From an optimization exercise on the open Yosys and OpenROAD flow, aimed at small area and a short achievable clock period; shortcuts taken in it are not production practice. No functional check of the RTL was part of any run shown here.

==> flow/design.v, too long to show whole: its modules and the start of the top module <==
// module dec79_enc: 252 lines
// module dec79_syn: 293 lines
// module dec79_loc: 282 lines
// module dec79_cor: 100 lines
// module dec79_codec: 63 lines
module dec79_codec (
    input  wire        clk,
    input  wire        rst,             
    input  wire        enc_in_valid,
    input  wire [63:0] enc_in_data,
    output reg         enc_out_valid,
    output wire [78:0] enc_out_word,
    input  wire        dec_in_valid,
    input  wire [78:0] dec_in_word,
    output reg         dec_out_valid,
    output wire [78:0] dec_out_word,
    output wire [1:0]  dec_out_nfix,
    output wire        dec_out_uncorr
);
  // ...
==> flow/run.sh <==
#!/bin/bash
# synth_recipe.tcl (not shown) runs the flow's synth.tcl, then flattens the netlist and writes it again
# the make line also repeats each setting of config.mk as NAME=value (left out here)
make -C /OpenROAD-flow-scripts/flow DESIGN_CONFIG=/design/flow/config.mk WORK_HOME=/design/flow/orfs CLKGATE_MAP_FILE= SYNTH_SCRIPT=/design/flow/synth_recipe.tcl finish
==> flow/config.mk <==
export PLATFORM = sky130hd
export DESIGN_NAME = dec79_codec
export DESIGN_NICKNAME = dec79_codec
export VERILOG_FILES = /design/flow/design.v
export SDC_FILE = /design/flow/constraint.sdc
export NUM_CORES = 4
export LEC_CHECK = 0
export CAP_MARGIN = 20
export CORE_MARGIN = 2
export CORE_UTILIZATION = 40
export PLACE_DENSITY = 0.6
export SETUP_SLACK_MARGIN = 0.4
export SLEW_MARGIN = 20
==> flow/constraint.sdc <==
create_clock -name core_clock -period 22.0 [get_ports {clk}]
set_input_delay 4.4000 -clock core_clock [delete_from_list [all_inputs] [get_ports {clk}]]
set_output_delay 4.4000 -clock core_clock [all_outputs]
set_load 0.01 [all_outputs]
==> flow_summary.json, run 1 <==
{
  "synthAdderAreaFrac_pct": 1.330,
  "final_nets": 2230,
  "yosysMostFrequentCell": "xnor2_1",
  "status": "timing/DRC/antenna clean",
  "dr_total_vias": 14350,
  "critical-path-top-delay-family": "XOR/XNOR gates",
  "hold_viol_final": 0,
  "hold_end": "enc_w_q[25]$_DFF_P_",
  "skew_ps": 15.68,
  "diodes": 1,
  "slowest_stage": "xnor2_4",
  "synth_compound_area_share_pct": 12.57,
  "clk_pin_slew_ps": 70,
  "gp_congestion": 0.9606,
  "num_rows": 77,
  "yosys_register_bits": 322,
  "netlist_instances": 1791,
  "cts_setup_buffers": 0,
  "drt_iter0_markers": 1291,
  "grt_overflow": 0,
  "multi_input_comb_cells": 1353,
  "crit_buf_inv": 6,
  "wl_per_cell_um": 22.79,
  "synth_top_family_by_area": "XOR/XNOR gates",
  "dp_hpwl_mm": 47.63,
  "reg2reg_slack_ps": 11290
}
==> module dec79_codec, before the edit <==
module dec79_codec (
    input  wire        clk,
    input  wire        rst,             
    input  wire        enc_in_valid,
    input  wire [63:0] enc_in_data,
    output reg         enc_out_valid,
    output wire [78:0] enc_out_word,
    input  wire        dec_in_valid,
    input  wire [78:0] dec_in_word,
    output reg         dec_out_valid,
    output wire [78:0] dec_out_word,
    output wire [1:0]  dec_out_nfix,
    output wire        dec_out_uncorr
);
    reg enc_v_q, dec_v_q;
    always @(posedge clk) begin
        if (rst) begin
            enc_v_q       <= 1'b0;
            dec_v_q       <= 1'b0;
            enc_out_valid <= 1'b0;
            dec_out_valid <= 1'b0;
        end else begin
            enc_v_q       <= enc_in_valid;
            dec_v_q       <= dec_in_valid;
            enc_out_valid <= enc_v_q;
            dec_out_valid <= dec_v_q;
        end
    end
    reg [63:0] enc_d_q;
    always @(posedge clk) enc_d_q <= enc_in_data;
    wire [78:0] enc_word;
    reg  [78:0] enc_w_q;
    dec79_enc u_enc (.data(enc_d_q), .word(enc_word));
    always @(posedge clk) enc_w_q <= enc_word;
    assign enc_out_word = enc_w_q;
    reg  [78:0] dec_w_q;
    wire [78:0] syn_word;
    wire [6:0]  s1, s3;
    wire        par;
    always @(posedge clk) dec_w_q <= dec_in_word;
    dec79_syn u_syn (.word(dec_w_q), .s1(s1), .s3(s3), .par(par));
    wire [6:0] x1, x2;
    wire       f78, uncorr;
    wire [1:0] nfix;
    dec79_loc u_loc (.s1(s1), .s3(s3), .par(par), .x1(x1), .x2(x2),
                     .f78(f78), .nfix(nfix), .uncorr(uncorr));
    reg [78:0] dec_w_q2;
    reg [6:0]  x1_q, x2_q;
    reg [1:0]  nfix_q;
    reg        uncorr_q;
    always @(posedge clk) begin
        dec_w_q2 <= {dec_w_q[78] ^ f78, dec_w_q[77:0]};
        x1_q     <= x1;
        x2_q     <= x2;
        nfix_q   <= nfix;
        uncorr_q <= uncorr;
    end
    dec79_cor u_cor (.word_in(dec_w_q2[77:0]), .x1(x1_q), .x2(x2_q),
                     .word_out(dec_out_word[77:0]));
    assign dec_out_word[78] = dec_w_q2[78];
    assign dec_out_nfix     = nfix_q;
    assign dec_out_uncorr   = uncorr_q;
endmodule
==> inputs of run 2 (changes only) <==
--- a/flow/design.v
+++ b/flow/design.v
@@ -1218,3 +1218,10 @@
     always @(posedge clk) dec_w_q <= dec_in_word;
-    dec79_syn u_syn (.word(dec_w_q), .s1(s1), .s3(s3), .par(par));
+    reg  [6:0]  s1_q, s3_q;
+    reg         par_q;
+    dec79_syn u_syn (.word(dec_in_word), .s1(s1), .s3(s3), .par(par));
+    always @(posedge clk) begin
+        s1_q  <= s1;
+        s3_q  <= s3;
+        par_q <= par;
+    end
     wire [6:0] x1, x2;
@@ -1222,12 +1229,11 @@
     wire [1:0] nfix;
-    dec79_loc u_loc (.s1(s1), .s3(s3), .par(par), .x1(x1), .x2(x2),
+    dec79_loc u_loc (.s1(s1_q), .s3(s3_q), .par(par_q), .x1(x1), .x2(x2),
                      .f78(f78), .nfix(nfix), .uncorr(uncorr));
-    reg [78:0] dec_w_q2;
-    reg [6:0]  x1_q, x2_q;
-    reg [1:0]  nfix_q;
-    reg        uncorr_q;
+    wire [77:0] cor_word;
+    reg  [78:0] dec_o_q;
+    reg  [1:0]  nfix_q;
+    reg         uncorr_q;
+    dec79_cor u_cor (.word_in(dec_w_q[77:0]), .x1(x1), .x2(x2), .word_out(cor_word));
     always @(posedge clk) begin
-        dec_w_q2 <= {dec_w_q[78] ^ f78, dec_w_q[77:0]};
-        x1_q     <= x1;
-        x2_q     <= x2;
+        dec_o_q  <= {dec_w_q[78] ^ f78, cor_word};
         nfix_q   <= nfix;
@@ -1235,7 +1241,5 @@
     end
-    dec79_cor u_cor (.word_in(dec_w_q2[77:0]), .x1(x1_q), .x2(x2_q),
-                     .word_out(dec_out_word[77:0]));
-    assign dec_out_word[78] = dec_w_q2[78];
-    assign dec_out_nfix     = nfix_q;
-    assign dec_out_uncorr   = uncorr_q;
+    assign dec_out_word   = dec_o_q;
+    assign dec_out_nfix   = nfix_q;
+    assign dec_out_uncorr = uncorr_q;
 endmodule
==> flow_summary.json, run 2 <==
{
  "synth.distinct_cells": 67,
  "max_stage_delay_ps": 720,
  "pre_cts_slack_ps": 12670,
  "synth_area_per_cell_um2": 10.08,
  "tns_ps": 0,
  "fp.dieW_um": 215.7,
  "fin_hold_ws_ps": 388.1,
  "hold_viol_final": 0,
  "setup_ws_ps": 13210,
  "cts_sinks": 330,
  "async_reset_ff_share_pct": 0,
  "grt_usage_pct": 26.96,
  "core-area_um2": 44220,
  "place_inst": 2603,
  "synth_area_leader_cell": "dfxtp_1",
  "antenna_found_initial": 0,
  "grt_overflow": 0,
  "yosysMostFrequentCell": "xnor2_1",
  "wl_per_cell_um": 24.13,
  "fmax_mhz": 113.8,
  "skew_ps": 16.15,
  "dp_hpwl_mm": 49.98,
  "path_class": "primary input to register",
  "final_cell_mix": "xnor2_1 (443), dfxtp_1 (330), clkdlybuf4s50_1 (309)",
  "maxSlewViolCount": 0,
  "required_ps": 22450,
  "synth_seq_area_share_pct": 36.84,
  "worstMarginPinSlew_ps": 1103,
  "final_common_cell": "xnor2_1",
  "grt_max_degree": 60,
  "endpoint_kind": "register",
  "grt_pass1_wl_mm": 93.58,
  "fin_cells": 2666,
  "num_rows": 77,
  "drt-vias-per-instance": 5.375,
  "yosys-top-cells-count": "xnor2_1 (444), dfxtp_1 (330), xor2_1 (199)",
  "critical-path-top-delay-family": "XOR/XNOR gates",
  "slowest_stage": "ha_1",
  "diodes": 0,
  "ctsResizeCount": 0,
  "min_period_over_period_pct": 39.95,
  "critPathMaxFanout": 19,
  "clock_latency_ps": 560,
  "synth_edf_count": 0,
  "gp_congestion": 1.022,
  "min_path_type": "register to register",
  "ios": 310,
  "die_area_um2": 46540,
  "setup_viol": 0,
  "finalWirelength_mm": 64.32,
  "largestRegisters": "dec_o_q: 79 flops, dec_w_q: 79 flops, enc_w_q: 79 flops",
  "ys.flop_type": "dfxtp_1",
  "dr_total_vias": 14330,
  "layout-area-overhead-vs-synth_pct": 26.52,
  "maxCapViolations": 0,
  "initial_core_util_pct": 40.55,
  "critical_path.most_common_cell": "xnor2_1",
  "portBuffers": 309,
  "synth_top_area_share_pct": 36.84,
  "final_nets": 2216,
  "ys_warn_count": 3,
  "antenna_left": 0,
  "cts_setup_buffers": 0,
  "critPathLaunchType": "primary input",
  "drt_first_pass_iters": 6,
  "synthesis.nets": 1946,
  "ctsHoldBuffers": 0,
  "clk_pin_slew_ps": 60,
  "htreeDepth": 2,
  "yosys_register_bits": 330,
  "synth_top_cells_by_area": "dfxtp_1 (37%), xnor2_1 (22%), xor2_1 (9.7%)",
  "drive_above_1_share_pct": 9.161,
  "rsz0062_at_grt": "false",
  "remaining_drc_errors": 0,
  "netlist_area_um2": 17930,
  "cts_buffer_depth": 3,
  "netlist_instances": 1779,
  "cts_made_buffers": 36,
  "crit_buf_inv": 3,
  "status": "timing/DRC/antenna clean",
  "die_h_um": 215.7,
  "root_buffer": "clkbuf_16",
  "grt_pass1_vias": 14140,
  "slew_headroom_pct": 25.94,
  "drt_iter0_markers": 1294,
  "fin_crit_ps": 8790,
  "cp_data_arrival_time_ps": 9240,
  "cts_tree": "done",
  "path_cells": "clkdlybuf4s50_1 > xor2_1 > xnor2_1 > xor2_1 > xnor2_1 > xnor2_1 > xnor2_1 > buf_4 > clkinv_1 > ha_1 > nor2_1 > nor3_1 > a31oi_1 > mux4_2 > mux2_2"
}
## run 2: cell types whose count changed after synthesis, moves of 19 or more
cell	previous run	this run
a21oi_1	62	32
o22ai_1	81	8
xnor2_1	388	444
a32oi_1	3	55
a22oi_1	5	24
xnor3_1	47	16
xor2_1	156	199
a211oi_2	1	75
nor2_1	99	65
## run 2: kinds of logic after synthesis
group                      synth area share (%)
adders and majority gates                 1.396
and+or+nand+nor                           7.438
muxes                                     1.521
AOI/OAI and AO/OA                         15.64
xor gates and xnor gates                  34.29
buffers and inverters                     2.868
DFF                                       36.84
## run 2: worst paths after layout
path	depth (start not counted)	slack, ps	from	end
setup / recovery	15	13210	dec_in_word[37]	register
hold reg to reg	0	390	enc_d_q[19]$_DFF_P_	enc_w_q[19]$_DFF_P_
setup reg to reg	24	13530	s3_q[6]$_DFF_P_	dec_o_q[5]$_DFF_P_
hold / removal	0	390	enc_d_q[19]$_DFF_P_	enc_w_q[19]$_DFF_P_
## run 2: metal layers
metal / GRT usage [%] / routed length [um] / up-vias / part of all wire, %
li1: - / - / 6665 / -
met2: 45.40 / 30330 / 744 / 47
met3: 4.510 / 4279 / 131 / 6.7
met5: 0 / 0 / - / 0
met1: 34.33 / 27020 / 6791 / 42
met4: 10.78 / 2689 / 0 / 4.2
## run 2: area by class of cell
type / instances / area (um2)
clock buffer: 50 / 1055
inverter: 24 / 92.59
multi-input combinational: 1326 / 10840
tap: 592 / 740.7
sequential: 330 / 6606
timing repair buffer: 331 / 3258
clock inverter: 13 / 91.34
fill: 4039 / 21530
## run 2: per-stage QoR
stage,utilization [%],cell area (um2)
after CTS,51.29,22680
after global placement,48.70,21540
after floorplan,-,17930
final,51.30,22690
after global routing,51.30,22690
after detailed placement,48.70,21540
==> module dec79_loc, before the edit <==
module dec79_loc (
    input  wire [6:0] s1,
    input  wire [6:0] s3,
    input  wire       par,
    output wire [6:0] x1,
    output wire [6:0] x2,
    output wire       f78,         
    output wire [1:0] nfix,
    output wire       uncorr
);
function automatic [6:0] gf_mul(input [6:0] a, input [6:0] b);
    reg [6:0] acc;
    reg [6:0] sh;
    integer i;
    begin
        acc = 7'd0;
        sh  = a;
        for (i = 0; i < 7; i = i + 1) begin
            if (b[i])
                acc = acc ^ sh;
            sh = {sh[5:0], 1'b0} ^ (sh[6] ? 7'b0001001 : 7'b0000000);
        end
        gf_mul = acc;
    end
endfunction
function automatic [6:0] gf_inv3(input [6:0] a);
    begin
        case (a)
            7'd0: gf_inv3 = 7'd0;
            7'd1: gf_inv3 = 7'd1;
            7'd2: gf_inv3 = 7'd17;
            7'd3: gf_inv3 = 7'd24;
            7'd4: gf_inv3 = 7'd19;
            7'd5: gf_inv3 = 7'd82;
            7'd6: gf_inv3 = 7'd3;
            7'd7: gf_inv3 = 7'd122;
            7'd8: gf_inv3 = 7'd49;
            7'd9: gf_inv3 = 7'd56;
            7'd10: gf_inv3 = 7'd40;
            7'd11: gf_inv3 = 7'd33;
            7'd12: gf_inv3 = 7'd51;
            7'd13: gf_inv3 = 7'd4;
            7'd14: gf_inv3 = 7'd45;
            7'd15: gf_inv3 = 7'd71;
            7'd16: gf_inv3 = 7'd23;
            7'd17: gf_inv3 = 7'd36;
            7'd18: gf_inv3 = 7'd7;
            7'd19: gf_inv3 = 7'd88;
            7'd20: gf_inv3 = 7'd5;
            7'd21: gf_inv3 = 7'd44;
            7'd22: gf_inv3 = 7'd21;
            7'd23: gf_inv3 = 7'd96;
            7'd24: gf_inv3 = 7'd53;
            7'd25: gf_inv3 = 7'd30;
            7'd26: gf_inv3 = 7'd68;
            7'd27: gf_inv3 = 7'd100;
            7'd28: gf_inv3 = 7'd80;
            7'd29: gf_inv3 = 7'd46;
            7'd30: gf_inv3 = 7'd127;
            7'd31: gf_inv3 = 7'd103;
            7'd32: gf_inv3 = 7'd117;
            7'd33: gf_inv3 = 7'd18;
            7'd34: gf_inv3 = 7'd64;
            7'd35: gf_inv3 = 7'd115;
            7'd36: gf_inv3 = 7'd119;
            7'd37: gf_inv3 = 7'd38;
            7'd38: gf_inv3 = 7'd11;
            7'd39: gf_inv3 = 7'd47;
            7'd40: gf_inv3 = 7'd85;
            7'd41: gf_inv3 = 7'd124;
            7'd42: gf_inv3 = 7'd65;
            7'd43: gf_inv3 = 7'd2;
            7'd44: gf_inv3 = 7'd87;
            7'd45: gf_inv3 = 7'd58;
            7'd46: gf_inv3 = 7'd12;
            7'd47: gf_inv3 = 7'd110;
            7'd48: gf_inv3 = 7'd83;
            7'd49: gf_inv3 = 7'd93;
            7'd50: gf_inv3 = 7'd101;
            7'd51: gf_inv3 = 7'd86;
            7'd52: gf_inv3 = 7'd76;
            7'd53: gf_inv3 = 7'd62;
            7'd54: gf_inv3 = 7'd72;
            7'd55: gf_inv3 = 7'd66;
            7'd56: gf_inv3 = 7'd10;
            7'd57: gf_inv3 = 7'd90;
            7'd58: gf_inv3 = 7'd99;
            7'd59: gf_inv3 = 7'd79;
            7'd60: gf_inv3 = 7'd120;
            7'd61: gf_inv3 = 7'd81;
            7'd62: gf_inv3 = 7'd123;
            7'd63: gf_inv3 = 7'd31;
            7'd64: gf_inv3 = 7'd91;
            7'd65: gf_inv3 = 7'd26;
            7'd66: gf_inv3 = 7'd32;
            7'd67: gf_inv3 = 7'd28;
            7'd68: gf_inv3 = 7'd8;
            7'd69: gf_inv3 = 7'd73;
            7'd70: gf_inv3 = 7'd61;
            7'd71: gf_inv3 = 7'd111;
            7'd72: gf_inv3 = 7'd121;
            7'd73: gf_inv3 = 7'd22;
            7'd74: gf_inv3 = 7'd98;
            7'd75: gf_inv3 = 7'd14;
            7'd76: gf_inv3 = 7'd50;
            7'd77: gf_inv3 = 7'd109;
            7'd78: gf_inv3 = 7'd114;
            7'd79: gf_inv3 = 7'd54;
            7'd80: gf_inv3 = 7'd95;
            7'd81: gf_inv3 = 7'd16;
            7'd82: gf_inv3 = 7'd75;
            7'd83: gf_inv3 = 7'd70;
            7'd84: gf_inv3 = 7'd25;
            7'd85: gf_inv3 = 7'd39;
            7'd86: gf_inv3 = 7'd34;
            7'd87: gf_inv3 = 7'd106;
            7'd88: gf_inv3 = 7'd125;
            7'd89: gf_inv3 = 7'd92;
            7'd90: gf_inv3 = 7'd37;
            7'd91: gf_inv3 = 7'd113;
            7'd92: gf_inv3 = 7'd69;
            7'd93: gf_inv3 = 7'd29;
            7'd94: gf_inv3 = 7'd107;
            7'd95: gf_inv3 = 7'd52;
            7'd96: gf_inv3 = 7'd57;
            7'd97: gf_inv3 = 7'd112;
            7'd98: gf_inv3 = 7'd94;
            7'd99: gf_inv3 = 7'd43;
            7'd100: gf_inv3 = 7'd89;
            7'd101: gf_inv3 = 7'd105;
            7'd102: gf_inv3 = 7'd108;
            7'd103: gf_inv3 = 7'd78;
            7'd104: gf_inv3 = 7'd77;
            7'd105: gf_inv3 = 7'd55;
            7'd106: gf_inv3 = 7'd97;
            7'd107: gf_inv3 = 7'd59;
            7'd108: gf_inv3 = 7'd9;
            7'd109: gf_inv3 = 7'd20;
            7'd110: gf_inv3 = 7'd42;
            7'd111: gf_inv3 = 7'd102;
            7'd112: gf_inv3 = 7'd35;
            7'd113: gf_inv3 = 7'd67;
            7'd114: gf_inv3 = 7'd41;
            7'd115: gf_inv3 = 7'd6;
            7'd116: gf_inv3 = 7'd63;
            7'd117: gf_inv3 = 7'd74;
            7'd118: gf_inv3 = 7'd126;
            7'd119: gf_inv3 = 7'd84;
            7'd120: gf_inv3 = 7'd15;
            7'd121: gf_inv3 = 7'd118;
            7'd122: gf_inv3 = 7'd27;
            7'd123: gf_inv3 = 7'd104;
            7'd124: gf_inv3 = 7'd60;
            7'd125: gf_inv3 = 7'd48;
            7'd126: gf_inv3 = 7'd116;
            7'd127: gf_inv3 = 7'd13;
            default: gf_inv3 = 7'd0;
        endcase
    end
endfunction
function automatic gf_valid(input [6:0] a);
    begin
        case (a)
            7'd1: gf_valid = 1'b1;
            7'd2: gf_valid = 1'b1;
            7'd3: gf_valid = 1'b1;
            7'd4: gf_valid = 1'b1;
            7'd5: gf_valid = 1'b1;
            7'd6: gf_valid = 1'b1;
            7'd8: gf_valid = 1'b1;
            7'd9: gf_valid = 1'b1;
            7'd10: gf_valid = 1'b1;
            7'd11: gf_valid = 1'b1;
            7'd12: gf_valid = 1'b1;
            7'd16: gf_valid = 1'b1;
            7'd18: gf_valid = 1'b1;
            7'd20: gf_valid = 1'b1;
            7'd22: gf_valid = 1'b1;
            7'd24: gf_valid = 1'b1;
            7'd25: gf_valid = 1'b1;
            7'd27: gf_valid = 1'b1;
            7'd29: gf_valid = 1'b1;
            7'd31: gf_valid = 1'b1;
            7'd32: gf_valid = 1'b1;
            7'd35: gf_valid = 1'b1;
            7'd36: gf_valid = 1'b1;
            7'd37: gf_valid = 1'b1;
            7'd39: gf_valid = 1'b1;
            7'd40: gf_valid = 1'b1;
            7'd41: gf_valid = 1'b1;
            7'd43: gf_valid = 1'b1;
            7'd44: gf_valid = 1'b1;
            7'd45: gf_valid = 1'b1;
            7'd47: gf_valid = 1'b1;
            7'd48: gf_valid = 1'b1;
            7'd50: gf_valid = 1'b1;
            7'd51: gf_valid = 1'b1;
            7'd53: gf_valid = 1'b1;
            7'd54: gf_valid = 1'b1;
            7'd55: gf_valid = 1'b1;
            7'd57: gf_valid = 1'b1;
            7'd58: gf_valid = 1'b1;
            7'd61: gf_valid = 1'b1;
            7'd62: gf_valid = 1'b1;
            7'd64: gf_valid = 1'b1;
            7'd65: gf_valid = 1'b1;
            7'd69: gf_valid = 1'b1;
            7'd70: gf_valid = 1'b1;
            7'd72: gf_valid = 1'b1;
            7'd73: gf_valid = 1'b1;
            7'd74: gf_valid = 1'b1;
            7'd75: gf_valid = 1'b1;
            7'd80: gf_valid = 1'b1;
            7'd81: gf_valid = 1'b1;
            7'd82: gf_valid = 1'b1;
            7'd83: gf_valid = 1'b1;
            7'd85: gf_valid = 1'b1;
            7'd86: gf_valid = 1'b1;
            7'd87: gf_valid = 1'b1;
            7'd88: gf_valid = 1'b1;
            7'd90: gf_valid = 1'b1;
            7'd93: gf_valid = 1'b1;
            7'd94: gf_valid = 1'b1;
            7'd95: gf_valid = 1'b1;
            7'd96: gf_valid = 1'b1;
            7'd97: gf_valid = 1'b1;
            7'd100: gf_valid = 1'b1;
            7'd102: gf_valid = 1'b1;
            7'd106: gf_valid = 1'b1;
            7'd107: gf_valid = 1'b1;
            7'd108: gf_valid = 1'b1;
            7'd109: gf_valid = 1'b1;
            7'd110: gf_valid = 1'b1;
            7'd111: gf_valid = 1'b1;
            7'd113: gf_valid = 1'b1;
            7'd114: gf_valid = 1'b1;
            7'd115: gf_valid = 1'b1;
            7'd116: gf_valid = 1'b1;
            7'd122: gf_valid = 1'b1;
            7'd124: gf_valid = 1'b1;
            7'd125: gf_valid = 1'b1;
            default: gf_valid = 1'b0;
        endcase
    end
endfunction
function automatic [6:0] gf_halftrace(input [6:0] c);
    begin
        gf_halftrace[0] = 1'b0;
        gf_halftrace[1] = c[2] ^ c[3] ^ c[4] ^ c[6];
        gf_halftrace[2] = c[3] ^ c[4] ^ c[6];
        gf_halftrace[3] = c[5] ^ c[6];
        gf_halftrace[4] = c[1] ^ c[2] ^ c[4];
        gf_halftrace[5] = c[3] ^ c[5] ^ c[6];
        gf_halftrace[6] = c[3] ^ c[6];
    end
endfunction
function automatic gf_trace(input [6:0] c);
    begin
        gf_trace = c[0];
    end
endfunction
    wire       s1z    = (s1 == 7'd0);
    wire       s3z    = (s3 == 7'd0);
    wire [6:0] cp     = gf_mul(s3, gf_inv3(s1));    
    wire [6:0] c      = cp ^ 7'd1;
    wire       single = (cp == 7'd1);
    wire       troot  = ~gf_trace(c);
    wire [6:0] y0     = gf_halftrace(c);
    wire [6:0] l1     = gf_mul(s1, y0);
    wire [6:0] l2     = l1 ^ s1;
    wire       v1     = gf_valid(l1);
    wire       v2     = gf_valid(l2);
    wire es  = ~s1z & single & v2;                         
    wire ed  = ~s1z & ~single & troot & ~par & v1 & v2;    
    wire e   = es | ed;
    wire p78 = s1z & s3z & par;                            
    assign x1     = e ? l1 : 7'd0;
    assign x2     = e ? l2 : 7'd0;
    assign f78    = p78 | (es & ~par);
    assign nfix   = {ed | (es & ~par), p78 | (es & par)};
    assign uncorr = ~(s1z & s3z) & ~e;
endmodule
==> module dec79_cor, before the edit <==
module dec79_cor (
    input  wire [77:0] word_in,
    input  wire [6:0]  x1,
    input  wire [6:0]  x2,
    output wire [77:0] word_out
);
    reg [7:0]  a1, a2;
    reg [15:0] b1, b2;
    integer i;
    always @(*) begin
        for (i = 0; i < 8; i = i + 1) begin
            a1[i] = (x1[2:0] == i);
            a2[i] = (x2[2:0] == i);
        end
        for (i = 0; i < 16; i = i + 1) begin
            b1[i] = (x1[6:3] == i);
            b2[i] = (x2[6:3] == i);
        end
    end
    wire [77:0] flip;
    assign flip[0] = (a1[1] & b1[8]) | (a2[1] & b2[8]);
    assign flip[1] = (a1[3] & b1[1]) | (a2[3] & b2[1]);
    assign flip[2] = (a1[6] & b1[2]) | (a2[6] & b2[2]);
    assign flip[3] = (a1[4] & b1[5]) | (a2[4] & b2[5]);
    assign flip[4] = (a1[0] & b1[11]) | (a2[0] & b2[11]);
    assign flip[5] = (a1[1] & b1[7]) | (a2[1] & b2[7]);
    assign flip[6] = (a1[2] & b1[14]) | (a2[2] & b2[14]);
    assign flip[7] = (a1[5] & b1[13]) | (a2[5] & b2[13]);
    assign flip[8] = (a1[3] & b1[10]) | (a2[3] & b2[10]);
    assign flip[9] = (a1[7] & b1[5]) | (a2[7] & b2[5]);
    assign flip[10] = (a1[6] & b1[11]) | (a2[6] & b2[11]);
    assign flip[11] = (a1[5] & b1[6]) | (a2[5] & b2[6]);
    assign flip[12] = (a1[2] & b1[13]) | (a2[2] & b2[13]);
    assign flip[13] = (a1[5] & b1[11]) | (a2[5] & b2[11]);
    assign flip[14] = (a1[3] & b1[6]) | (a2[3] & b2[6]);
    assign flip[15] = (a1[6] & b1[12]) | (a2[6] & b2[12]);
    assign flip[16] = (a1[5] & b1[8]) | (a2[5] & b2[8]);
    assign flip[17] = (a1[3] & b1[0]) | (a2[3] & b2[0]);
    assign flip[18] = (a1[6] & b1[0]) | (a2[6] & b2[0]);
    assign flip[19] = (a1[4] & b1[1]) | (a2[4] & b2[1]);
    assign flip[20] = (a1[0] & b1[3]) | (a2[0] & b2[3]);
    assign flip[21] = (a1[0] & b1[6]) | (a2[0] & b2[6]);
    assign flip[22] = (a1[0] & b1[12]) | (a2[0] & b2[12]);
    assign flip[23] = (a1[1] & b1[9]) | (a2[1] & b2[9]);
    assign flip[24] = (a1[3] & b1[3]) | (a2[3] & b2[3]);
    assign flip[25] = (a1[6] & b1[6]) | (a2[6] & b2[6]);
    assign flip[26] = (a1[4] & b1[13]) | (a2[4] & b2[13]);
    assign flip[27] = (a1[1] & b1[10]) | (a2[1] & b2[10]);
    assign flip[28] = (a1[3] & b1[5]) | (a2[3] & b2[5]);
    assign flip[29] = (a1[6] & b1[10]) | (a2[6] & b2[10]);
    assign flip[30] = (a1[5] & b1[4]) | (a2[5] & b2[4]);
    assign flip[31] = (a1[2] & b1[9]) | (a2[2] & b2[9]);
    assign flip[32] = (a1[5] & b1[3]) | (a2[5] & b2[3]);
    assign flip[33] = (a1[2] & b1[7]) | (a2[2] & b2[7]);
    assign flip[34] = (a1[4] & b1[14]) | (a2[4] & b2[14]);
    assign flip[35] = (a1[1] & b1[12]) | (a2[1] & b2[12]);
    assign flip[36] = (a1[3] & b1[9]) | (a2[3] & b2[9]);
    assign flip[37] = (a1[7] & b1[3]) | (a2[7] & b2[3]);
    assign flip[38] = (a1[6] & b1[7]) | (a2[6] & b2[7]);
    assign flip[39] = (a1[4] & b1[15]) | (a2[4] & b2[15]);
    assign flip[40] = (a1[1] & b1[14]) | (a2[1] & b2[14]);
    assign flip[41] = (a1[3] & b1[13]) | (a2[3] & b2[13]);
    assign flip[42] = (a1[7] & b1[11]) | (a2[7] & b2[11]);
    assign flip[43] = (a1[7] & b1[6]) | (a2[7] & b2[6]);
    assign flip[44] = (a1[6] & b1[13]) | (a2[6] & b2[13]);
    assign flip[45] = (a1[5] & b1[10]) | (a2[5] & b2[10]);
    assign flip[46] = (a1[3] & b1[4]) | (a2[3] & b2[4]);
    assign flip[47] = (a1[6] & b1[8]) | (a2[6] & b2[8]);
    assign flip[48] = (a1[5] & b1[0]) | (a2[5] & b2[0]);
    assign flip[49] = (a1[2] & b1[1]) | (a2[2] & b2[1]);
    assign flip[50] = (a1[4] & b1[2]) | (a2[4] & b2[2]);
    assign flip[51] = (a1[0] & b1[5]) | (a2[0] & b2[5]);
    assign flip[52] = (a1[0] & b1[10]) | (a2[0] & b2[10]);
    assign flip[53] = (a1[1] & b1[5]) | (a2[1] & b2[5]);
    assign flip[54] = (a1[2] & b1[10]) | (a2[2] & b2[10]);
    assign flip[55] = (a1[5] & b1[5]) | (a2[5] & b2[5]);
    assign flip[56] = (a1[2] & b1[11]) | (a2[2] & b2[11]);
    assign flip[57] = (a1[5] & b1[7]) | (a2[5] & b2[7]);
    assign flip[58] = (a1[2] & b1[15]) | (a2[2] & b2[15]);
    assign flip[59] = (a1[5] & b1[15]) | (a2[5] & b2[15]);
    assign flip[60] = (a1[3] & b1[14]) | (a2[3] & b2[14]);
    assign flip[61] = (a1[7] & b1[13]) | (a2[7] & b2[13]);
    assign flip[62] = (a1[7] & b1[10]) | (a2[7] & b2[10]);
    assign flip[63] = (a1[7] & b1[4]) | (a2[7] & b2[4]);
    assign flip[64] = (a1[1] & b1[0]) | (a2[1] & b2[0]);
    assign flip[65] = (a1[2] & b1[0]) | (a2[2] & b2[0]);
    assign flip[66] = (a1[4] & b1[0]) | (a2[4] & b2[0]);
    assign flip[67] = (a1[0] & b1[1]) | (a2[0] & b2[1]);
    assign flip[68] = (a1[0] & b1[2]) | (a2[0] & b2[2]);
    assign flip[69] = (a1[0] & b1[4]) | (a2[0] & b2[4]);
    assign flip[70] = (a1[0] & b1[8]) | (a2[0] & b2[8]);
    assign flip[71] = (a1[1] & b1[1]) | (a2[1] & b2[1]);
    assign flip[72] = (a1[2] & b1[2]) | (a2[2] & b2[2]);
    assign flip[73] = (a1[4] & b1[4]) | (a2[4] & b2[4]);
    assign flip[74] = (a1[0] & b1[9]) | (a2[0] & b2[9]);
    assign flip[75] = (a1[1] & b1[3]) | (a2[1] & b2[3]);
    assign flip[76] = (a1[2] & b1[6]) | (a2[2] & b2[6]);
    assign flip[77] = (a1[4] & b1[12]) | (a2[4] & b2[12]);
    assign word_out = word_in ^ flip;
endmodule
==> inputs of run 3 (changes only) <==
--- a/flow/design.v
+++ b/flow/design.v
@@ -798,6 +798,9 @@
     input  wire [6:0] s1,
-    input  wire [6:0] s3,
+    input  wire [6:0] cp,          
     input  wire       par,
+    input  wire       s1z,         
+    input  wire       s3z,         
     output wire [6:0] x1,
     output wire [6:0] x2,
+    output wire       e,           
     output wire       f78,         
@@ -1057,5 +1060,2 @@
 endfunction
-    wire       s1z    = (s1 == 7'd0);
-    wire       s3z    = (s3 == 7'd0);
-    wire [6:0] cp     = gf_mul(s3, gf_inv3(s1));    
     wire [6:0] c      = cp ^ 7'd1;
@@ -1064,12 +1064,10 @@
     wire [6:0] y0     = gf_halftrace(c);
-    wire [6:0] l1     = gf_mul(s1, y0);
-    wire [6:0] l2     = l1 ^ s1;
-    wire       v1     = gf_valid(l1);
-    wire       v2     = gf_valid(l2);
+    assign x1 = gf_mul(s1, y0);
+    assign x2 = x1 ^ s1;
+    wire       v1     = gf_valid(x1);
+    wire       v2     = gf_valid(x2);
     wire es  = ~s1z & single & v2;                         
     wire ed  = ~s1z & ~single & troot & ~par & v1 & v2;    
-    wire e   = es | ed;
     wire p78 = s1z & s3z & par;                            
-    assign x1     = e ? l1 : 7'd0;
-    assign x2     = e ? l2 : 7'd0;
+    assign e      = es | ed;
     assign f78    = p78 | (es & ~par);
@@ -1082,2 +1080,3 @@
     input  wire [6:0]  x2,
+    input  wire        e,
     output wire [77:0] word_out
@@ -1089,4 +1088,4 @@
         for (i = 0; i < 8; i = i + 1) begin
-            a1[i] = (x1[2:0] == i);
-            a2[i] = (x2[2:0] == i);
+            a1[i] = e & (x1[2:0] == i);
+            a2[i] = e & (x2[2:0] == i);
         end
@@ -1183,3 +1182,3 @@
     input  wire [63:0] enc_in_data,
-    output reg         enc_out_valid,
+    output wire        enc_out_valid,
     output wire [78:0] enc_out_word,
@@ -1187,3 +1186,3 @@
     input  wire [78:0] dec_in_word,
-    output reg         dec_out_valid,
+    output wire        dec_out_valid,
     output wire [78:0] dec_out_word,
@@ -1192,54 +1191,320 @@
 );
-    reg enc_v_q, dec_v_q;
+function automatic [6:0] gf_mul(input [6:0] a, input [6:0] b);
+    reg [6:0] acc;
+    reg [6:0] sh;
+    integer i;
+    begin
+        acc = 7'd0;
+        sh  = a;
+        for (i = 0; i < 7; i = i + 1) begin
+            if (b[i])
+                acc = acc ^ sh;
+            sh = {sh[5:0], 1'b0} ^ (sh[6] ? 7'b0001001 : 7'b0000000);
+        end
+        gf_mul = acc;
+    end
+endfunction
+function automatic [6:0] gf_inv3(input [6:0] a);
+    begin
+        case (a)
+            7'd0: gf_inv3 = 7'd0;
+            7'd1: gf_inv3 = 7'd1;
+            7'd2: gf_inv3 = 7'd17;
+            7'd3: gf_inv3 = 7'd24;
+            7'd4: gf_inv3 = 7'd19;
+            7'd5: gf_inv3 = 7'd82;
+            7'd6: gf_inv3 = 7'd3;
+            7'd7: gf_inv3 = 7'd122;
+            7'd8: gf_inv3 = 7'd49;
+            7'd9: gf_inv3 = 7'd56;
+            7'd10: gf_inv3 = 7'd40;
+            7'd11: gf_inv3 = 7'd33;
+            7'd12: gf_inv3 = 7'd51;
+            7'd13: gf_inv3 = 7'd4;
+            7'd14: gf_inv3 = 7'd45;
+            7'd15: gf_inv3 = 7'd71;
+            7'd16: gf_inv3 = 7'd23;
+            7'd17: gf_inv3 = 7'd36;
+            7'd18: gf_inv3 = 7'd7;
+            7'd19: gf_inv3 = 7'd88;
+            7'd20: gf_inv3 = 7'd5;
+            7'd21: gf_inv3 = 7'd44;
+            7'd22: gf_inv3 = 7'd21;
+            7'd23: gf_inv3 = 7'd96;
+            7'd24: gf_inv3 = 7'd53;
+            7'd25: gf_inv3 = 7'd30;
+            7'd26: gf_inv3 = 7'd68;
+            7'd27: gf_inv3 = 7'd100;
+            7'd28: gf_inv3 = 7'd80;
+            7'd29: gf_inv3 = 7'd46;
+            7'd30: gf_inv3 = 7'd127;
+            7'd31: gf_inv3 = 7'd103;
+            7'd32: gf_inv3 = 7'd117;
+            7'd33: gf_inv3 = 7'd18;
+            7'd34: gf_inv3 = 7'd64;
+            7'd35: gf_inv3 = 7'd115;
+            7'd36: gf_inv3 = 7'd119;
+            7'd37: gf_inv3 = 7'd38;
+            7'd38: gf_inv3 = 7'd11;
+            7'd39: gf_inv3 = 7'd47;
+            7'd40: gf_inv3 = 7'd85;
+            7'd41: gf_inv3 = 7'd124;
+            7'd42: gf_inv3 = 7'd65;
+            7'd43: gf_inv3 = 7'd2;
+            7'd44: gf_inv3 = 7'd87;
+            7'd45: gf_inv3 = 7'd58;
+            7'd46: gf_inv3 = 7'd12;
+            7'd47: gf_inv3 = 7'd110;
+            7'd48: gf_inv3 = 7'd83;
+            7'd49: gf_inv3 = 7'd93;
+            7'd50: gf_inv3 = 7'd101;
+            7'd51: gf_inv3 = 7'd86;
+            7'd52: gf_inv3 = 7'd76;
+            7'd53: gf_inv3 = 7'd62;
+            7'd54: gf_inv3 = 7'd72;
+            7'd55: gf_inv3 = 7'd66;
+            7'd56: gf_inv3 = 7'd10;
+            7'd57: gf_inv3 = 7'd90;
+            7'd58: gf_inv3 = 7'd99;
+            7'd59: gf_inv3 = 7'd79;
+            7'd60: gf_inv3 = 7'd120;
+            7'd61: gf_inv3 = 7'd81;
+            7'd62: gf_inv3 = 7'd123;
+            7'd63: gf_inv3 = 7'd31;
+            7'd64: gf_inv3 = 7'd91;
+            7'd65: gf_inv3 = 7'd26;
+            7'd66: gf_inv3 = 7'd32;
+            7'd67: gf_inv3 = 7'd28;
+            7'd68: gf_inv3 = 7'd8;
+            7'd69: gf_inv3 = 7'd73;
+            7'd70: gf_inv3 = 7'd61;
+            7'd71: gf_inv3 = 7'd111;
+            7'd72: gf_inv3 = 7'd121;
+            7'd73: gf_inv3 = 7'd22;
+            7'd74: gf_inv3 = 7'd98;
+            7'd75: gf_inv3 = 7'd14;
+            7'd76: gf_inv3 = 7'd50;
+            7'd77: gf_inv3 = 7'd109;
+            7'd78: gf_inv3 = 7'd114;
+            7'd79: gf_inv3 = 7'd54;
+            7'd80: gf_inv3 = 7'd95;
+            7'd81: gf_inv3 = 7'd16;
+            7'd82: gf_inv3 = 7'd75;
+            7'd83: gf_inv3 = 7'd70;
+            7'd84: gf_inv3 = 7'd25;
+            7'd85: gf_inv3 = 7'd39;
+            7'd86: gf_inv3 = 7'd34;
+            7'd87: gf_inv3 = 7'd106;
+            7'd88: gf_inv3 = 7'd125;
+            7'd89: gf_inv3 = 7'd92;
+            7'd90: gf_inv3 = 7'd37;
+            7'd91: gf_inv3 = 7'd113;
+            7'd92: gf_inv3 = 7'd69;
+            7'd93: gf_inv3 = 7'd29;
+            7'd94: gf_inv3 = 7'd107;
+            7'd95: gf_inv3 = 7'd52;
+            7'd96: gf_inv3 = 7'd57;
+            7'd97: gf_inv3 = 7'd112;
+            7'd98: gf_inv3 = 7'd94;
+            7'd99: gf_inv3 = 7'd43;
+            7'd100: gf_inv3 = 7'd89;
+            7'd101: gf_inv3 = 7'd105;
+            7'd102: gf_inv3 = 7'd108;
+            7'd103: gf_inv3 = 7'd78;
+            7'd104: gf_inv3 = 7'd77;
+            7'd105: gf_inv3 = 7'd55;
+            7'd106: gf_inv3 = 7'd97;
+            7'd107: gf_inv3 = 7'd59;
+            7'd108: gf_inv3 = 7'd9;
+            7'd109: gf_inv3 = 7'd20;
+            7'd110: gf_inv3 = 7'd42;
+            7'd111: gf_inv3 = 7'd102;
+            7'd112: gf_inv3 = 7'd35;
+            7'd113: gf_inv3 = 7'd67;
+            7'd114: gf_inv3 = 7'd41;
+            7'd115: gf_inv3 = 7'd6;
+            7'd116: gf_inv3 = 7'd63;
+            7'd117: gf_inv3 = 7'd74;
+            7'd118: gf_inv3 = 7'd126;
+            7'd119: gf_inv3 = 7'd84;
+            7'd120: gf_inv3 = 7'd15;
+            7'd121: gf_inv3 = 7'd118;
+            7'd122: gf_inv3 = 7'd27;
+            7'd123: gf_inv3 = 7'd104;
+            7'd124: gf_inv3 = 7'd60;
+            7'd125: gf_inv3 = 7'd48;
+            7'd126: gf_inv3 = 7'd116;
+            7'd127: gf_inv3 = 7'd13;
+            default: gf_inv3 = 7'd0;
+        endcase
+    end
+endfunction
+function automatic gf_valid(input [6:0] a);
+    begin
+        case (a)
+            7'd1: gf_valid = 1'b1;
+            7'd2: gf_valid = 1'b1;
+            7'd3: gf_valid = 1'b1;
+            7'd4: gf_valid = 1'b1;
+            7'd5: gf_valid = 1'b1;
+            7'd6: gf_valid = 1'b1;
+            7'd8: gf_valid = 1'b1;
+            7'd9: gf_valid = 1'b1;
+            7'd10: gf_valid = 1'b1;
+            7'd11: gf_valid = 1'b1;
+            7'd12: gf_valid = 1'b1;
+            7'd16: gf_valid = 1'b1;
+            7'd18: gf_valid = 1'b1;
+            7'd20: gf_valid = 1'b1;
+            7'd22: gf_valid = 1'b1;
+            7'd24: gf_valid = 1'b1;
+            7'd25: gf_valid = 1'b1;
+            7'd27: gf_valid = 1'b1;
+            7'd29: gf_valid = 1'b1;
+            7'd31: gf_valid = 1'b1;
+            7'd32: gf_valid = 1'b1;
+            7'd35: gf_valid = 1'b1;
+            7'd36: gf_valid = 1'b1;
+            7'd37: gf_valid = 1'b1;
+            7'd39: gf_valid = 1'b1;
+            7'd40: gf_valid = 1'b1;
+            7'd41: gf_valid = 1'b1;
+            7'd43: gf_valid = 1'b1;
+            7'd44: gf_valid = 1'b1;
+            7'd45: gf_valid = 1'b1;
+            7'd47: gf_valid = 1'b1;
+            7'd48: gf_valid = 1'b1;
+            7'd50: gf_valid = 1'b1;
+            7'd51: gf_valid = 1'b1;
+            7'd53: gf_valid = 1'b1;
+            7'd54: gf_valid = 1'b1;
+            7'd55: gf_valid = 1'b1;
+            7'd57: gf_valid = 1'b1;
+            7'd58: gf_valid = 1'b1;
+            7'd61: gf_valid = 1'b1;
+            7'd62: gf_valid = 1'b1;
+            7'd64: gf_valid = 1'b1;
+            7'd65: gf_valid = 1'b1;
+            7'd69: gf_valid = 1'b1;
+            7'd70: gf_valid = 1'b1;
+            7'd72: gf_valid = 1'b1;
+            7'd73: gf_valid = 1'b1;
+            7'd74: gf_valid = 1'b1;
+            7'd75: gf_valid = 1'b1;
+            7'd80: gf_valid = 1'b1;
+            7'd81: gf_valid = 1'b1;
+            7'd82: gf_valid = 1'b1;
+            7'd83: gf_valid = 1'b1;
+            7'd85: gf_valid = 1'b1;
+            7'd86: gf_valid = 1'b1;
+            7'd87: gf_valid = 1'b1;
+            7'd88: gf_valid = 1'b1;
+            7'd90: gf_valid = 1'b1;
+            7'd93: gf_valid = 1'b1;
+            7'd94: gf_valid = 1'b1;
+            7'd95: gf_valid = 1'b1;
+            7'd96: gf_valid = 1'b1;
+            7'd97: gf_valid = 1'b1;
+            7'd100: gf_valid = 1'b1;
+            7'd102: gf_valid = 1'b1;
+            7'd106: gf_valid = 1'b1;
+            7'd107: gf_valid = 1'b1;
+            7'd108: gf_valid = 1'b1;
+            7'd109: gf_valid = 1'b1;
+            7'd110: gf_valid = 1'b1;
+            7'd111: gf_valid = 1'b1;
+            7'd113: gf_valid = 1'b1;
+            7'd114: gf_valid = 1'b1;
+            7'd115: gf_valid = 1'b1;
+            7'd116: gf_valid = 1'b1;
+            7'd122: gf_valid = 1'b1;
+            7'd124: gf_valid = 1'b1;
+            7'd125: gf_valid = 1'b1;
+            default: gf_valid = 1'b0;
+        endcase
+    end
+endfunction
+function automatic [6:0] gf_halftrace(input [6:0] c);
+    begin
+        gf_halftrace[0] = 1'b0;
+        gf_halftrace[1] = c[2] ^ c[3] ^ c[4] ^ c[6];
+        gf_halftrace[2] = c[3] ^ c[4] ^ c[6];
+        gf_halftrace[3] = c[5] ^ c[6];
+        gf_halftrace[4] = c[1] ^ c[2] ^ c[4];
+        gf_halftrace[5] = c[3] ^ c[5] ^ c[6];
+        gf_halftrace[6] = c[3] ^ c[6];
+    end
+endfunction
+function automatic gf_trace(input [6:0] c);
+    begin
+        gf_trace = c[0];
+    end
+endfunction
+    reg [1:0] enc_v;
+    reg [2:0] dec_v;
     always @(posedge clk) begin
         if (rst) begin
-            enc_v_q       <= 1'b0;
-            dec_v_q       <= 1'b0;
-            enc_out_valid <= 1'b0;
-            dec_out_valid <= 1'b0;
+            enc_v <= 2'd0;
+            dec_v <= 3'd0;
         end else begin
-            enc_v_q       <= enc_in_valid;
-            dec_v_q       <= dec_in_valid;
-            enc_out_valid <= enc_v_q;
-            dec_out_valid <= dec_v_q;
+            enc_v <= {enc_v, enc_in_valid};
+            dec_v <= {dec_v, dec_in_valid};
         end
     end
-    reg [63:0] enc_d_q;
-    always @(posedge clk) enc_d_q <= enc_in_data;
+    assign enc_out_valid = enc_v[1];
+    assign dec_out_valid = dec_v[2];
+    reg [63:0] enc_d_r0;
+    always @(posedge clk) enc_d_r0 <= enc_in_data;
     wire [78:0] enc_word;
-    reg  [78:0] enc_w_q;
-    dec79_enc u_enc (.data(enc_d_q), .word(enc_word));
-    always @(posedge clk) enc_w_q <= enc_word;
-    assign enc_out_word = enc_w_q;
-    reg  [78:0] dec_w_q;
-    wire [78:0] syn_word;
-    wire [6:0]  s1, s3;
-    wire        par;
-    always @(posedge clk) dec_w_q <= dec_in_word;
-    reg  [6:0]  s1_q, s3_q;
-    reg         par_q;
-    dec79_syn u_syn (.word(dec_in_word), .s1(s1), .s3(s3), .par(par));
+    dec79_enc u_enc (.data(enc_d_r0), .word(enc_word));
+    reg [78:0] enc_w_r;
+    always @(posedge clk) enc_w_r <= enc_word;
+    assign enc_out_word = enc_w_r;
+    reg  [78:0] word_r0;
     always @(posedge clk) begin
-        s1_q  <= s1;
-        s3_q  <= s3;
-        par_q <= par;
+        word_r0 <= dec_in_word;
+    end
+    wire [6:0] s1, s3;
+    wire       par;
+    dec79_syn u_syn (.word(word_r0), .s1(s1), .s3(s3), .par(par));
+    wire [6:0] q = gf_inv3(s1);
+    wire [6:0] cp  = gf_mul(s3, q);
+    wire       s1z = (s1 == 7'd0);
+    wire       s3z = (s3 == 7'd0);
+    reg  [78:0] word_r1;
+    reg  [6:0] s1_r1;
+    reg        par_r1;
+    reg  [6:0] cp_r1;
+    reg        s1z_r1;
+    reg        s3z_r1;
+    always @(posedge clk) begin
+        word_r1 <= word_r0;
+        s1_r1 <= s1;
+        par_r1 <= par;
+        cp_r1 <= cp;
+        s1z_r1 <= s1z;
+        s3z_r1 <= s3z;
     end
     wire [6:0] x1, x2;
-    wire       f78, uncorr;
+    wire       e, f78, uncorr;
     wire [1:0] nfix;
-    dec79_loc u_loc (.s1(s1_q), .s3(s3_q), .par(par_q), .x1(x1), .x2(x2),
-                     .f78(f78), .nfix(nfix), .uncorr(uncorr));
-    wire [77:0] cor_word;
-    reg  [78:0] dec_o_q;
-    reg  [1:0]  nfix_q;
-    reg         uncorr_q;
-    dec79_cor u_cor (.word_in(dec_w_q[77:0]), .x1(x1), .x2(x2), .word_out(cor_word));
+    dec79_loc u_loc (.s1(s1_r1), .cp(cp_r1), .par(par_r1),
+                     .s1z(s1z_r1), .s3z(s3z_r1), .x1(x1), .x2(x2),
+                     .e(e), .f78(f78), .nfix(nfix), .uncorr(uncorr));
+    wire [78:0] wloc = {word_r1[78] ^ f78, word_r1[77:0]};
+    wire [77:0] wcor;
+    dec79_cor u_cor (.word_in(wloc[77:0]), .x1(x1), .x2(x2),
+                     .e(e), .word_out(wcor));
+    wire [78:0] wout = {wloc[78], wcor};
+    reg  [78:0] wout_r2;
+    reg  [1:0] nfix_r2;
+    reg        uncorr_r2;
     always @(posedge clk) begin
-        dec_o_q  <= {dec_w_q[78] ^ f78, cor_word};
-        nfix_q   <= nfix;
-        uncorr_q <= uncorr;
-    end
-    assign dec_out_word   = dec_o_q;
-    assign dec_out_nfix   = nfix_q;
-    assign dec_out_uncorr = uncorr_q;
+        wout_r2 <= wout;
+        nfix_r2 <= nfix;
+        uncorr_r2 <= uncorr;
+    end
+    assign dec_out_word   = wout_r2;
+    assign dec_out_nfix   = nfix_r2;
+    assign dec_out_uncorr = uncorr_r2;
 endmodule
==> flow_summary.json, run 3 <==
{
  "synth_area_leader_cell": "dfxtp_1",
  "drt-vias-per-instance": 5.201,
  "maxSlewViolCount": 0,
  "hold_start": "enc_d_r0[28]$_DFF_P_",
  "setup_viol": 0,
  "reg2reg_slack_ps": 15720,
  "synth.distinct_cells": 91,
  "drt_iter0_markers": 1765,
  "cts_sinks": 405,
  "critPathLaunchType": "register",
  "tns_ps": 0,
  "grt_overflow": 0,
  "cts_buffer_depth": 3,
  "worstMarginPinSlew_ps": 1056,
  "fin_cells": 2851,
  "slew_headroom_pct": 29.20,
  "path_class": "register to register",
  "antenna_found_initial": 3,
  "hold_viol_final": 0,
  "synth_edf_count": 0,
  "max_stage_delay_ps": 660,
  "yosys-top-cells-count": "xnor2_1 (418), dfxtp_1 (405), xor2_1 (133)",
  "fmax_mhz": 159.2,
  "die_area_um2": 50960,
  "ys.flop_type": "dfxtp_1",
  "netlist_area_um2": 19670,
  "critPathMaxFanout": 15,
  "drive_above_1_share_pct": 5.855,
  "drt_first_pass_iters": 9,
  "ctsHoldBuffers": 0,
  "cts_made_buffers": 44,
  "path_cells": "inv_1 > ha_1 > xnor2_1 > a211o_1 > a21oi_1 > xnor3_1 > xnor2_1 > inv_2 > ha_1 > ha_1 > mux2i_1 > a221oi_1 > a22oi_1 > and3_1 > and2_1 > and4b_1 > a32oi_1 > xnor2_1",
  "yosysMostFrequentCell": "xnor2_1",
  "cts_setup_buffers": 0,
  "fin_util_pct": 50.92,
  "synth_top_cells_by_area": "dfxtp_1 (41%), xnor2_1 (19%), xnor3_1 (6.1%)",
  "clk_pin_slew_ps": 60,
  "final_common_cell": "xnor2_1",
  "dp_hpwl_mm": 52.05,
  "synthesis.nets": 2036,
  "synth_area_per_cell_um2": 10.56,
  "synth_top_area_share_pct": 41.23,
  "slowest_stage": "dfxtp_1",
  "fin_hold_ws_ps": 395.2,
  "yosys_register_bits": 405,
  "ios": 310,
  "required_ps": 22420,
  "htreeDepth": 2,
  "final_cell_mix": "xnor2_1 (418), dfxtp_1 (405), clkdlybuf4s50_1 (309)",
  "grt_pass1_vias": 14500,
  "antenna_left": 0,
  "dr_total_vias": 14830,
  "grt_usage_pct": 25.22,
  "initial_core_util_pct": 40.34,
  "cts_tree": "done",
  "timing.rr.end": "wout_r2[44]$_DFF_P_",
  "grt_pass1_wl_mm": 94.79,
  "remaining_drc_errors": 0,
  "holdPathStages": 0,
  "die_h_um": 225.7,
  "gp_congestion": 0.9640,
  "grt_max_degree": 52,
  "r2r_cells": 18,
  "core-area_um2": 48750,
  "min_path_type": "register to register",
  "final_cell_area_um2": 24820,
  "skew_ps": 21.92,
  "netlist_instances": 1862,
  "portBuffers": 309,
  "fin_crit_ps": 6281,
  "multi_input_area_um2": 10990,
  "ctsResizeCount": 0,
  "status": "timing/DRC/antenna clean",
  "seq_area_um2": 8108,
  "place_inst": 2771,
  "critical-path-top-delay-family": "XOR/XNOR gates",
  "wl_per_cell_um": 23.16,
  "root_buffer": "clkbuf_16",
  "cp_data_arrival_time_ps": 6700,
  "synth_seq_area_share_pct": 41.23,
  "crit_buf_inv": 2,
  "finalWirelength_mm": 66.03,
  "min_period_over_period_pct": 28.55,
  "clock_latency_ps": 580,
  "endpoint_kind": "register",
  "layout-area-overhead-vs-synth_pct": 26.21,
  "n_fill_cell": 4419,
  "final_nets": 2327,
  "placed_area_um2": 23270,
  "num_rows": 81,
  "async_reset_ff_share_pct": 0,
  "ys_warn_count": 3,
  "hold_end": "enc_w_r[28]$_DFF_P_",
  "fp.dieW_um": 225.7,
  "maxCapViolations": 0,
  "rr_startpoint": "cp_r1[3]$_DFF_P_",
  "rsz0062_at_grt": "false"
}
-- run 3: cell count changes after synthesis, sizes merged, moves of 14 or more --
cell	delta
dfxtp	+75
a211oi	-68
nor2	+68
xor2	-66
a32oi	-48
xnor3	+42
clkbuf	-36
a22oi	+29
xnor2	-26
inv	+18
o22ai	+16
mux2i	+14
o21ai	-14
-- run 3: routing by layer --
layer	track usage (%)	vias to the layer above	wire [um]
met5	0	-	26
met3	4.502	145	4484
li1	-	6910	-
met2	42.82	709	31650
met1	31.67	7059	27160
met4	10.06	4	2707
-- run 3: worst max path at each step --
stage | to | start | slack [ps] | cells past startpoint
final | wout_r2[44]$_DFF_P_ | cp_r1[3]$_DFF_P_ | 15720 | 18
after global routing | wout_r2[44]$_DFF_P_ | cp_r1[3]$_DFF_P_ | 15400 | 18
after detailed placement | wout_r2[44]$_DFF_P_ | cp_r1[3]$_DFF_P_ | 15850 | 18
after global placement | wout_r2[44]$_DFF_P_ | cp_r1[3]$_DFF_P_ | 15950 | 18
after CTS | wout_r2[44]$_DFF_P_ | cp_r1[3]$_DFF_P_ | 15820 | 18
after floorplan | cp_r1[5]$_DFF_P_ | word_r0[59]$_DFF_P_ | 17140 | 19
-- run 3: kinds of logic after synthesis --
logic type	synth area share (%)
AOI/OAI and AO/OA	11.04
xor gates and xnor gates	33.36
adders and majority gates	1.718
buffers and inverters	2.952
DFF	41.23
muxes	1.470
and+or+nand+nor	8.239
-- run 3: layout make-up --
cell class              instances  area share [%]
multi-input cells            1338           44.26
clock inverters                19           1.104
well taps                     664           3.347
clock buffers                  60           5.127
diodes                          1         0.01008
flip-flops and latches        405           32.67
inverters                      43          0.6604
repair buffers                321           12.82
-- run 3: per-stage QoR --
stage / setup slack, ps
after global routing: 15400
after floorplan: 17140
after CTS: 15820
final: 15720
after global placement: 15950
after detailed placement: 15850
==> inputs of run 4 (changes only) <==
--- a/flow/design.v
+++ b/flow/design.v
@@ -1470,11 +1470,7 @@
     wire [6:0] q = gf_inv3(s1);
-    wire [6:0] cp  = gf_mul(s3, q);
-    wire       s1z = (s1 == 7'd0);
-    wire       s3z = (s3 == 7'd0);
     reg  [78:0] word_r1;
     reg  [6:0] s1_r1;
+    reg  [6:0] s3_r1;
     reg        par_r1;
-    reg  [6:0] cp_r1;
-    reg        s1z_r1;
-    reg        s3z_r1;
+    reg  [6:0] q_r1;
     always @(posedge clk) begin
@@ -1482,7 +1478,9 @@
         s1_r1 <= s1;
+        s3_r1 <= s3;
         par_r1 <= par;
-        cp_r1 <= cp;
-        s1z_r1 <= s1z;
-        s3z_r1 <= s3z;
+        q_r1 <= q;
     end
+    wire [6:0] cp  = gf_mul(s3_r1, q_r1);
+    wire       s1z = (s1_r1 == 7'd0);
+    wire       s3z = (s3_r1 == 7'd0);
     wire [6:0] x1, x2;
@@ -1490,4 +1488,4 @@
     wire [1:0] nfix;
-    dec79_loc u_loc (.s1(s1_r1), .cp(cp_r1), .par(par_r1),
-                     .s1z(s1z_r1), .s3z(s3z_r1), .x1(x1), .x2(x2),
+    dec79_loc u_loc (.s1(s1_r1), .cp(cp), .par(par_r1),
+                     .s1z(s1z), .s3z(s3z), .x1(x1), .x2(x2),
                      .e(e), .f78(f78), .nfix(nfix), .uncorr(uncorr));
==> flow_summary.json, run 4 <==
{
  "final_common_cell": "xnor2_1",
  "place_inst": 2787,
  "grt_pass1_wl_mm": 92.87,
  "rr_startpoint": "s3_r1[5]$_DFF_P_",
  "fp.dieW_um": 226.8,
  "final_nets": 2339,
  "drt_iter0_markers": 1303,
  "min_period_over_period_pct": 34.09,
  "fin_crit_ps": 7499,
  "critPathMaxFanout": 51,
  "hold_viol_final": 0,
  "synth.distinct_cells": 88,
  "min_path_type": "register to register",
  "synth_area_per_cell_um2": 10.46,
  "timing.rr.end": "wout_r2[76]$_DFF_P_",
  "cp_data_arrival_time_ps": 7930,
  "die_area_um2": 51450,
  "reg2reg_slack_ps": 14500,
  "async_reset_ff_share_pct": 0,
  "status": "timing/DRC/antenna clean",
  "drt_first_pass_iters": 5,
  "fin_cells": 2867,
  "worstMarginPinSlew_ps": 1117,
  "tns_ps": 0,
  "layout-area-overhead-vs-synth_pct": 25.32,
  "grt_usage_pct": 24.34,
  "endpoint_kind": "register",
  "ctsResizeCount": 0,
  "fmax_mhz": 133.3,
  "maxCapViolations": 0,
  "root_buffer": "clkbuf_16",
  "synth_top_cells_by_area": "dfxtp_1 (41%), xnor2_1 (19%), xor2_1 (8.9%)",
  "required_ps": 22430,
  "die_h_um": 226.8,
  "holdPathStages": 0,
  "portBuffers": 309,
  "skew_ps": 31.57,
  "cts_made_buffers": 43,
  "netlist_instances": 1898,
  "core-area_um2": 48950,
  "path_class": "register to register",
  "cts_tree": "done",
  "wl_per_cell_um": 22.18,
  "clock_latency_ps": 580,
  "slew_headroom_pct": 24.97,
  "synth_area_leader_cell": "dfxtp_1",
  "synth_seq_area_share_pct": 41.33,
  "ys.flop_type": "dfxtp_1",
  "cts_buffer_depth": 3,
  "grt_max_degree": 66,
  "finalWirelength_mm": 63.59,
  "ys_warn_count": 3,
  "gp_congestion": 0.9483,
  "antenna_left": 0,
  "dr_total_vias": 14660,
  "grt_pass1_vias": 14370,
  "yosys_register_bits": 410,
  "startpoint": "s3_r1[5]$_DFF_P_",
  "synth_edf_count": 0,
  "synth_top_area_share_pct": 41.33,
  "antenna_found_initial": 2,
  "rsz0062_at_grt": "false",
  "grt_overflow": 0,
  "r2r_cells": 23,
  "cts_setup_buffers": 0,
  "cts_sinks": 410,
  "yosys-top-cells-count": "xnor2_1 (425), dfxtp_1 (410), xor2_1 (202)",
  "drive_above_1_share_pct": 9.673,
  "final_cell_mix": "xnor2_1 (421), dfxtp_1 (410), clkdlybuf4s50_1 (309)",
  "cp-endpoint": "wout_r2[76]$_DFF_P_",
  "num_rows": 81,
  "htreeDepth": 2,
  "netlist_area_um2": 19860,
  "critPathLaunchType": "register",
  "ctsHoldBuffers": 0,
  "maxSlewViolCount": 0,
  "drt-vias-per-instance": 5.114,
  "dp_hpwl_mm": 49.60,
  "remaining_drc_errors": 0,
  "yosysMostFrequentCell": "xnor2_1",
  "initial_core_util_pct": 40.57,
  "fin_hold_ws_ps": 363.4,
  "clk_pin_slew_ps": 60,
  "setup_viol": 0,
  "synthesis.nets": 2069,
  "ios": 310
}
[run 4: logic make-up after synthesis]
logic type | count (synthesis) | share of synthesized area, %
xor+xnor | 660 | 31.32
flops | 410 | 41.33
compound gates | 333 | 13.70
simple gates | 326 | 7.478
buf+inv | 123 | 3.225
fa+ha+maj | 24 | 1.512
mux | 22 | 1.449
[run 4: area by class of cell]
cell class,instances,area [um2]
inverter,24,90.09
antenna,1,2.502
multi-input combinational,1365,11060
sequential,410,8208
fill,4439,24060
clock inverter,28,332.8
timing repair buffer,324,3206
tap,664,830.8
clock buffer,51,1156
[run 4: worst max-delay path, stage by stage (launching register included)]
cell and delay [ps]:
dfxtp_1 550, xor2_2 370, nand2_1 120, xor2_1 210, xnor3_1 400, xnor2_1 320, ha_1 370, xnor3_1 490
xnor2_1 230, mux2i_1 120, a21oi_2 240, xor2_2 390, inv_2 170, xnor2_4 330, ha_1 260, ha_1 410
or4b_1 470, a21oi_1 160, a211oi_1 100, o211ai_4 80, buf_4 460, buf_4 760, a211oi_2 120, xor2_1 200
[run 4: worst min path at each step]
stage                               from                  end
CTS                 enc_d_r0[21]$_DFF_P_  enc_w_r[21]$_DFF_P_
finish              enc_d_r0[21]$_DFF_P_  enc_w_r[21]$_DFF_P_
detailed placement  enc_d_r0[21]$_DFF_P_  enc_w_r[21]$_DFF_P_
global placement    enc_d_r0[21]$_DFF_P_  enc_w_r[21]$_DFF_P_
floorplan            enc_d_r0[1]$_DFF_P_   enc_w_r[1]$_DFF_P_
global route        enc_d_r0[21]$_DFF_P_  enc_w_r[21]$_DFF_P_
[run 4: metal layers]
metal	global-route usage (%)	wire length (um)	vias to the layer above
li1	-	-	6940
met1	33.77	27830	7001
met2	39.16	29420	642
met3	4.497	5157	80
met4	5.539	1184	0
met5	0	0	-
[run 4: per-stage QoR]
stage / cell area [um2] / utilization, % / setup WS, ps
6_report: 24890 / 50.85 / 14500
5_1_grt: 24890 / 50.84 / 14080
4_1_cts: 24890 / 50.84 / 14550
3_5_place_dp: 23400 / 47.80 / 14580
3_3_place_gp: 23400 / 47.80 / 14780
2_1_floorplan: 19860 / - / 16550

-- afterwards: timing with drivers on the ports --
The results above use ideal ports. As a check the final layouts listed here were re-extracted and re-timed, cells and wires unchanged.
Step 1 sets driving cells, clkbuf_16 on the clock port and buf_2 on the other inputs (assumed; they add their load-dependent delay and slew).
Step 2 times the ports against the registers' clock, not the clock port: input delays grow and output delays shrink by t, the midpoint of the rising clock arrivals with the driver on.
Slacks: ideal ports / drivers / drivers and shift; pairs: ideal ports / drivers.
run | shift t [ns] | setup WS [ns] | worst setup path after step 2 | slew at the worst register clock pin (ns) | worst slew at a driven data input, ns
run 1 | 0.625 | 11.290 / 11.290 / 11.290 | register to register | 0.07 / 0.07 | 0.08
run 2 | 0.600 | 13.210 / 13.236 / 12.636 | input to register | 0.07 / 0.07 | 0.07
run 3 | 0.625 | 15.719 / 15.719 / 15.719 | register to register | 0.07 / 0.07 | 0.11
run 4 | 0.621 | 14.501 / 14.501 / 14.501 | register to register | 0.07 / 0.07 | 0.09
After both steps setup and hold are still met in every run listed. The setup slack of run 2, which loses most, moves by +0.026 ns with the drivers and by -0.574 ns with both steps.
